Background: an optimization exercise with open tools, aiming at small area, a short achievable clock period and few clock cycles per item. Do not read the settings as production practice. The RTL was checked by simulation tests, not by an equivalence proof against the original design.

==> flow/design.v (excerpt) <==
module aes_core (
    input  wire         clk,
    input  wire         rst,         
    input  wire         in_valid,
    output wire         in_ready,
    input  wire         in_aes256,   
    input  wire [255:0] in_key,
    input  wire [127:0] in_block,
    output wire         out_valid,
    input  wire         out_ready,
    output wire [127:0] out_block
);
For scale: about 1100 flip-flops, roughly 520 I/O pins.
clock: 8.5 ns
lec_check: 0
cap_margin: 20
core_margin: 2
core_utilization: 50
place_density: 0.7
setup_slack_margin: 5.0
slew_margin: 20
synth_hierarchical: 1
synth_minimum_keep_size: 0
tns_end_percent: 5
standard.sh (not shown) runs the stock make flow with config.mk's settings and CLKGATE_MAP_FILE= SYNTH_SCRIPT=/design/flow/synth_recipe.tcl, a recipe that flattens the netlist after the stock synthesis.
==> flow/flow/run.sh <==
#!/bin/bash
set -euo pipefail
bash standard.sh "BUFFER_PORTS_ARGS=-buffer_cell sky130_fd_sc_hd__buf_2" "SETUP_SLACK_MARGIN=5.3" finish > flow_make.log 2>&1
Testbench counts at the start, summed over its fixed seeds: cycles 23,660, blocks 1,920.
Then changed:
==> flow/flow/run.sh (replaced) <==
#!/bin/bash
set -euo pipefail
bash standard.sh "BUFFER_PORTS_ARGS=-buffer_cell sky130_fd_sc_hd__buf_2" "SETUP_SLACK_MARGIN=5.6" finish > flow_make.log 2>&1
--- a/flow/config.mk
+++ b/flow/config.mk
@@ -11 +11 @@
-export PLACE_DENSITY = 0.7
+export PLACE_DENSITY = 0.6
The changed run finished with timing, DRC and antenna clean.
Register-to-register slack gains 0.13 ns.
Die area is unchanged.
Via count is about the same.
Wire length grows by about 4%.
Design area grows by 7.1%.
Clock skew shrinks by 0.0096 ns.
Utilization grows by 4.5 points.
Global-route usage grows by 1.6 points.
Worst setup slack gains 0.13 ns.
Sequential share of layout area shrinks by 1.5 points.
Then changed:
==> flow/flow/run.sh (replaced) <==
#!/bin/bash
set -euo pipefail
bash standard.sh "BUFFER_PORTS_ARGS=-buffer_cell sky130_fd_sc_hd__buf_2" "SETUP_SLACK_MARGIN=5.3" finish > flow_make.log 2>&1
--- a/flow/config.mk
+++ b/flow/config.mk
@@ -16 +16 @@
-export TNS_END_PERCENT = 5
+export TNS_END_PERCENT = 20
After rerunning: Routed wire length climbs by 0.51%; via count climbs by about 0.32%; final area drops by 4.3%; core utilization drops by 2.9 points; cell count drops by 0.82%; global-route usage drops by 0.25 points; clock skew drops by 0.0061 ns; non-clock buffer count drops by 98; die area is unchanged.
Then changed:
--- a/flow/config.mk
+++ b/flow/config.mk
@@ -16 +16 @@
-export TNS_END_PERCENT = 20
+export TNS_END_PERCENT = 1
Routed wire length shrinks by 3.5%.
Global-route usage went down by 0.46 points.
Utilization fell by 2.3 points.
Then changed:
--- a/flow/config.mk
+++ b/flow/config.mk
@@ -10,2 +10,2 @@
-export CORE_UTILIZATION = 50
-export PLACE_DENSITY = 0.6
+export CORE_UTILIZATION = 40
+export PLACE_DENSITY = 0.5
@@ -16 +16 @@
-export TNS_END_PERCENT = 1
+export TNS_END_PERCENT = 5
=>
- non-clock buffer count climbs by 35
- utilization drops by 12 points
Then changed:
--- a/flow/config.mk
+++ b/flow/config.mk
@@ -10,2 +10,2 @@
-export CORE_UTILIZATION = 40
-export PLACE_DENSITY = 0.5
+export CORE_UTILIZATION = 50
+export PLACE_DENSITY = 0.6
=> The changed run completed with no timing, DRC or antenna violations; cell count went down by 4.1%; sequential cell count stays the same; hold slack improved by 0.0077 ns; design area is about the same; global-route usage went up by 5.2 points; critical path depth does not change.

========
aes_core again, from the RTL that the note above started with.
Settings: LEC_CHECK=0, CAP_MARGIN=20, CORE_MARGIN=2, CORE_UTILIZATION=50, PLACE_DENSITY=0.6, SETUP_SLACK_MARGIN=5.0, SLEW_MARGIN=20, SYNTH_HIERARCHICAL=1, SYNTH_MINIMUM_KEEP_SIZE=0, TNS_END_PERCENT=5; clock period 8.5 ns.
==> flow/flow/run.sh <==
#!/bin/bash
set -euo pipefail
bash standard.sh "BUFFER_PORTS_ARGS=-buffer_cell sky130_fd_sc_hd__buf_2" "SETUP_SLACK_MARGIN=5.3" finish > flow_make.log 2>&1
Testbench counts at the start, summed over its fixed seeds: cycles 23,660, blocks 1,920.
Then changed:
CTS_BUF_LIST = sky130_fd_sc_hd__clkbuf_4 sky130_fd_sc_hd__clkbuf_8   (was not set)
Maximum frequency falls by about 1.7%; setup slack degrades by 57 ps; via count rises by 1.0%; hold slack degrades by 7.0 ps; routed wire length climbs by 0.65%; cell area barely changes; first-iteration DRC count increases by about 1.5%.

afterwards: timing with drivers on the ports:
No port has a modelled driver above. Below, the same layouts with a new extraction and two added sets of constraints. Step 1, drivers: a clkbuf_16 drives clk and a buf_2 each remaining input, both assumed. Step 2 adds t to the input delays and takes it off the output delays; t is the mean of the earliest and latest rising clock arrival at the registers after step 1. Input paths then give back, and output paths get back, about the clock's delay inside the block. Slacks: no drivers / after step 1 / after step 2; pairs: no drivers / after step 1.
run	shift t [ns]	setup WS [ns]	hold slack, ns
the first run of note 1	0.843	5.079 / 5.079 / 5.079	0.301 / 0.301 / 0.301
the second run of note 1	0.857	5.209 / 5.209 / 4.977	0.309 / 0.309 / 0.309
the third run of note 1	0.841	5.067 / 5.067 / 5.067	0.313 / 0.313 / 0.313
the fourth run of note 1	0.857	5.063 / 5.063 / 5.063	0.311 / 0.311 / 0.311
the fifth run of note 1	0.853	5.119 / 5.119 / 5.119	0.307 / 0.307 / 0.307
the sixth run of note 1	0.849	5.165 / 5.165 / 5.068	0.315 / 0.315 / 0.315
the first run of note 2	0.849	5.165 / 5.165 / 5.068	0.315 / 0.315 / 0.315
the second run of note 2	1.000	5.108 / 5.037 / 5.112	0.308 / 0.308 / 0.308
After both steps setup and hold are still met in every run listed. The setup slack of the second run of note 1, which loses most, moves by 0.000 ns with the drivers and by -0.232 ns with both steps.
